This design comes from an exercise in tuning for small area on the open sky130 flow, not from production work. The RTL was checked by simulation tests, not by an equivalence proof against the original design. Power figures rest on the tool's default switching activity, not on a simulated workload.

==> flow/design.v <==
module pwm_chan (
    input  wire        clk,
    input  wire        rst_q,      
    input  wire        cfg_we,
    input  wire        per_we,
    input  wire        cmp_we,
    input  wire [15:0] wd0,        
    input  wire [15:0] wdp,        
    input  wire        en,         
    input  wire        en_start,   
    input  wire        hold,       
    output reg  [8:0]  cfg_buf,    
    output reg  [15:0] per_buf,
    output reg  [15:0] cmp_buf,
    output reg  [15:0] cmp_act,
    output wire        pol_act,
    output wire        ref_o,      
    output wire        upd_o       
);
    localparam [15:0] PER_RST = 16'd19999;
    reg        align_act;
    reg        umode_act;
    reg        pol_r;
    reg [3:0]  psc_eff;
    reg [15:0] per_eff;
    reg [11:0] psc_cnt;
    reg [15:0] ncnt;    
    wire [15:0] cnt = ~ncnt;
    reg        down;
    assign pol_act = pol_r;
    wire        per_small = (per_buf[15:1] == 15'd0);
    wire        per_full  = (&per_buf) && !cfg_buf[0];
    wire [15:0] per_ld    = {per_buf[15:2], per_buf[1] | per_small, per_buf[0] & !per_small & !per_full};
    wire        psc_big   = cfg_buf[8] & cfg_buf[7] & (cfg_buf[6] | cfg_buf[5]);    
    wire [3:0]  psc_ld    = psc_big ? 4'd12 : cfg_buf[8:5];
    reg [11:0] psc_hi;    
    reg [11:0] psc_inc;
    reg        pc;
    integer i;
    always @(*) begin
        pc = 1'b1;
        for (i = 0; i < 12; i = i + 1) begin
            psc_hi[i]  = (psc_eff <= i);
            psc_inc[i] = psc_cnt[i] ^ pc;
            pc = pc & psc_cnt[i];
        end
    end
    wire tick = en && (&(psc_cnt | psc_hi));
    wire        cdn = align_act && down;
    reg  [15:0] cnt_step;
    reg         cs;
    integer b;
    always @(*) begin
        cs = 1'b1;
        for (b = 0; b < 16; b = b + 1) begin
            cnt_step[b] = cnt[b] ^ cs;
            cs = cs & (cnt[b] ^ cdn);
        end
    end
    wire [16:0] dx     = {1'b0, per_eff} + {1'b1, ncnt} + {16'd0, cdn};
    wire        dx_neg = dx[16];
    wire top_e  = dx_neg;                                    
    wire top_c  = (dx_neg || (dx[15:0] == 16'd0)) && !cs;    
    wire mid_e  = (dx[15:0] == {1'b0, per_eff[15:1]});      
    wire low_c  = (cnt[15:1] == 15'd0);
    wire wrap   = align_act ? (down && low_c) : top_e;
    wire mid    = align_act ? (!down && top_c) : (!top_e && mid_e);
    wire [15:0] ncnt_nx = wrap ? 16'hFFFF : ~cnt_step;
    wire        down_nx = align_act && (down ? !low_c : top_c);
    wire [15:0] rop = align_act ? dx[15:0] : cnt;
    wire rcmp = (cmp_act > rop);
    assign ref_o = en && ((align_act && dx_neg) || rcmp);
    wire upd = en_start || (tick && (wrap || (umode_act && mid)));
    assign upd_o = upd;
    always @(posedge clk) begin
        if ((upd && !hold) || rst_q) begin
            align_act <= cfg_buf[0];
            umode_act <= cfg_buf[1];
            pol_r     <= cfg_buf[2];
            psc_eff   <= psc_ld;
            per_eff   <= per_ld;
            cmp_act   <= cmp_buf;
        end
        if (cfg_we) cfg_buf <= {wd0[8:5], 2'b00, wd0[2:0]};
        if (per_we) per_buf <= wdp;
        if (cmp_we) cmp_buf <= wd0;
        if (en_start || !en) begin
            psc_cnt <= 12'd0;
            ncnt    <= 16'hFFFF;
            down    <= 1'b0;
        end else if (tick) begin
            psc_cnt <= 12'd0;
            ncnt    <= ncnt_nx;
            down    <= down_nx;
        end else begin
            psc_cnt <= psc_inc;
        end
    end
endmodule
module pwm_top (
    input  wire        clk,
    input  wire        rst,
    input  wire        wr_en,
    input  wire [8:0]  addr,
    input  wire [31:0] wdata,
    output reg  [31:0] rdata,
    input  wire [5:0]  trip,
    output reg  [11:0] pwm
);
    localparam [9:0]  DEAD_RST = 10'd200;
    localparam [15:0] PER_RST  = 16'd19999;
    function [9:0] inc10;                 
        input [9:0] a;
        integer i;
        reg c;
        begin
            c = 1'b1;
            for (i = 0; i < 10; i = i + 1) begin
                inc10[i] = a[i] ^ c;
                c = c & a[i];
            end
        end
    endfunction
    reg  [11:0] out_en;
    reg         upd_hold;
    reg  [5:0]  trip_q;
    reg         rst_q;
    wire glob_we = wr_en && (addr[8:2] == 7'h10);           
    wire [16:0] wd0 = wdata[16:0] & {17{!rst}};
    wire [15:0] wdp = rst ? PER_RST : wdata[15:0];
    wire [9:0]  wdd = rst ? DEAD_RST : wdata[9:0];
    wire [11:0] en_start = glob_we ? (wdata[11:0] & ~out_en) : 12'd0;
    wire [8:0]  cfg_buf [0:11];
    wire [15:0] per_buf [0:11];
    wire [15:0] cmp_buf [0:11];
    wire [15:0] cmp_act [0:11];
    wire [11:0] pol_act;
    wire [11:0] ref_w;
    wire [11:0] upd_w;
    genvar n;
    generate
        for (n = 0; n < 12; n = n + 1) begin : ch
            wire sel = wr_en && addr[8] && (addr[7:4] == n[3:0]);
            wire [1:0] a = addr[3:2];
            pwm_chan u_chan (
                .clk      (clk),
                .rst_q    (rst_q),
                .cfg_we   ((sel && a == 2'd0) || rst),
                .per_we   ((sel && a == 2'd1) || rst),
                .cmp_we   ((sel && a == 2'd2) || rst),
                .wd0      (wd0[15:0]),
                .wdp      (wdp),
                .en       (out_en[n]),
                .en_start (en_start[n]),
                .hold     (upd_hold),
                .cfg_buf  (cfg_buf[n]),
                .per_buf  (per_buf[n]),
                .cmp_buf  (cmp_buf[n]),
                .cmp_act  (cmp_act[n]),
                .pol_act  (pol_act[n]),
                .ref_o    (ref_w[n]),
                .upd_o    (upd_w[n])
            );
        end
    endgenerate
    reg  [9:0] dead_buf [0:5];
    reg  [9:0] dead_act [0:5];
    reg  [5:0] pair_buf;
    reg  [5:0] pair_act;
    reg  [9:0] run      [0:5];    
    reg  [5:0] run_lvl;           
    reg  [11:0] act;
    reg [5:0] dead_ok, dead_zero;
    integer k;
    always @(*) begin
        for (k = 0; k < 6; k = k + 1) begin
            dead_ok[k]   = (run[k] >= dead_act[k]);
            dead_zero[k] = (dead_act[k] == 10'd0);
        end
        for (k = 0; k < 6; k = k + 1) begin
            if (pair_act[k]) begin
                act[2*k]   =  ref_w[2*k] && (run_lvl[k]  ? dead_ok[k] : dead_zero[k]);
                act[2*k+1] = !ref_w[2*k] && (!run_lvl[k] ? dead_ok[k] : dead_zero[k]);
            end else begin
                act[2*k]   = ref_w[2*k];
                act[2*k+1] = ref_w[2*k+1];
            end
        end
    end
    reg [11:0] pwm_nx;
    integer m;
    always @(*) begin
        for (m = 0; m < 12; m = m + 1) begin
            if (trip[m/2] || !out_en[m])
                pwm_nx[m] = pol_act[m];
            else
                pwm_nx[m] = act[m] ^ pol_act[m];
        end
    end
    integer j;
    always @(posedge clk) begin
        if (glob_we || rst) begin
            out_en   <= wd0[11:0];
            upd_hold <= wd0[16];
        end
        for (j = 0; j < 6; j = j + 1)
            if ((wr_en && addr[8:5] == 4'h4 && addr[4:2] == j[2:0]) || rst) begin    
                dead_buf[j] <= wdd;
                pair_buf[j] <= wd0[16];
            end
        rst_q  <= rst;
        trip_q <= trip;
        pwm    <= pwm_nx & {12{!(rst || rst_q)}};
        for (j = 0; j < 6; j = j + 1) begin
            if ((upd_w[2*j] && !upd_hold) || rst_q) begin
                dead_act[j] <= dead_buf[j];
                pair_act[j] <= pair_buf[j];
            end
            run_lvl[j] <= ref_w[2*j];
            if ((ref_w[2*j] != run_lvl[j]) || rst_q) run[j] <= 10'd1;
            else if (run[j] != 10'h3FF)               run[j] <= inc10(run[j]);
        end
    end
    reg [8:0]  cfg_s;
    reg [15:0] per_s, cmp_s, act_s;
    reg [1:0]  lvl_s;
    reg [9:0]  dead_s;
    reg        pair_s;
    reg [31:0] rd_nx;
    integer r;
    always @(*) begin
        cfg_s  = 9'd0;
        per_s  = 16'd0;
        cmp_s  = 16'd0;
        act_s  = 16'd0;
        lvl_s  = 2'd0;
        dead_s = 10'd0;
        pair_s = 1'b0;
        for (r = 0; r < 12; r = r + 1)
            if (addr[7:4] == r[3:0]) begin
                cfg_s = cfg_s | cfg_buf[r];
                per_s = per_s | per_buf[r];
                cmp_s = cmp_s | cmp_buf[r];
                act_s = act_s | cmp_act[r];
                lvl_s = lvl_s | {trip_q[r/2], pwm[r]};
            end
        for (r = 0; r < 6; r = r + 1)
            if (addr[4:2] == r[2:0]) begin
                dead_s = dead_s | dead_buf[r];
                pair_s = pair_s | pair_buf[r];
            end
        rd_nx = 32'd0;
        if (addr[8]) begin
            case (addr[3:2])
                2'd0: rd_nx = {23'd0, cfg_s};
                2'd1: rd_nx = {16'd0, per_s};
                2'd2: rd_nx = {16'd0, cmp_s};
                2'd3: rd_nx = {act_s & {16{!rst_q}}, 14'd0, lvl_s[1] & !rst_q, lvl_s[0]};
            endcase
        end else if (addr[7:2] == 6'h10)
            rd_nx = {15'd0, upd_hold, 4'd0, out_en};
        else if (addr[7:5] == 3'h4)
            rd_nx = {15'd0, pair_s, 6'd0, dead_s};
    end
    always @(posedge clk) begin
        if (rst) rdata <= 32'd0;
        else     rdata <= rd_nx;
    end
endmodule
Settings: LEC_CHECK=0, CAP_MARGIN=20, CORE_MARGIN=2, CORE_UTILIZATION=60, CTS_CLUSTER_DIAMETER=150, CTS_CLUSTER_SIZE=20, PLACE_DENSITY=0.75, SETUP_SLACK_MARGIN=0.3, SLEW_MARGIN=20, TNS_END_PERCENT=0; clock period 6.0 ns.
standard.sh (not shown) runs the stock make flow with config.mk's settings and CLKGATE_MAP_FILE= SYNTH_SCRIPT=/design/flow/synth_recipe.tcl, a recipe that flattens the netlist after the stock synthesis.
==> flow/flow/run.sh <==
#!/bin/bash
# Standard ORFS layout, with one change to synthesis: a delay-constrained, area-recovering
# ABC script (flow/abc.script) and Brent-Kung arithmetic instead of the Kogge-Stone adder map
# and full/half-adder cell extraction. Every later step is the standard flow.
set -euo pipefail
here=$(pwd)
rm -rf "$here/scripts_own"
cp -r "$FLOW_HOME/scripts" "$here/scripts_own"
cp "$here/flow/abc.script" "$here/scripts_own/abc_speed.script"
export SCRIPTS_DIR="$here/scripts_own"
bash standard.sh ADDER_MAP_FILE= SYNTH_OPERATIONS_ARGS=-noshare finish > "$here/make_finish.log" 2>&1
==> flow/flow/abc.script <==
strash
&get -n
&fraig -x
&put
scorr
dc2
strash
&get -n
&dch -f
&nf -D 4000
&put
Then changed:
Settings changed: TNS_END_PERCENT 0 to unset.
Die area is unchanged; sequential power barely changes; synthesized cell count does not change; core utilization came out lower by 0.76 points; final cell count came out lower by 1.4%; final area came out lower by 1.1%; routed wire length came out lower by 1.7%; combinational power came out lower by about 3%.

==> re-timing with driven ports <==
In the flow no input, the clock included, has a driving cell. The finished layouts below were timed again as built, in two steps.
Step 1 sets driving cells, clkbuf_16 on the clock port and buf_2 on the other inputs (assumed; they add their load-dependent delay and slew).
Step 2 adds t to the input delays and takes it off the output delays; t is the mean of the earliest and latest rising clock arrival at the registers after step 1. Input paths then give back, and output paths get back, about the clock's delay inside the block.
Slacks: no drivers / after step 1 / after step 2; pairs: no drivers / after step 1.
run | t (ns) | setup slack, ns | latest minus earliest clock arrival (ns)
the first run | 0.844 | 0.163 / 0.163 / -0.076 | 0.030 / 0.030
the second run | 0.849 | 0.143 / 0.143 / 0.143 | 0.043 / 0.042
With both steps, setup timing fails in the first run, where it was met with ideal ports. The setup slack of the first run, which loses most, moves by 0.000 ns with the drivers and by -0.239 ns with both steps.
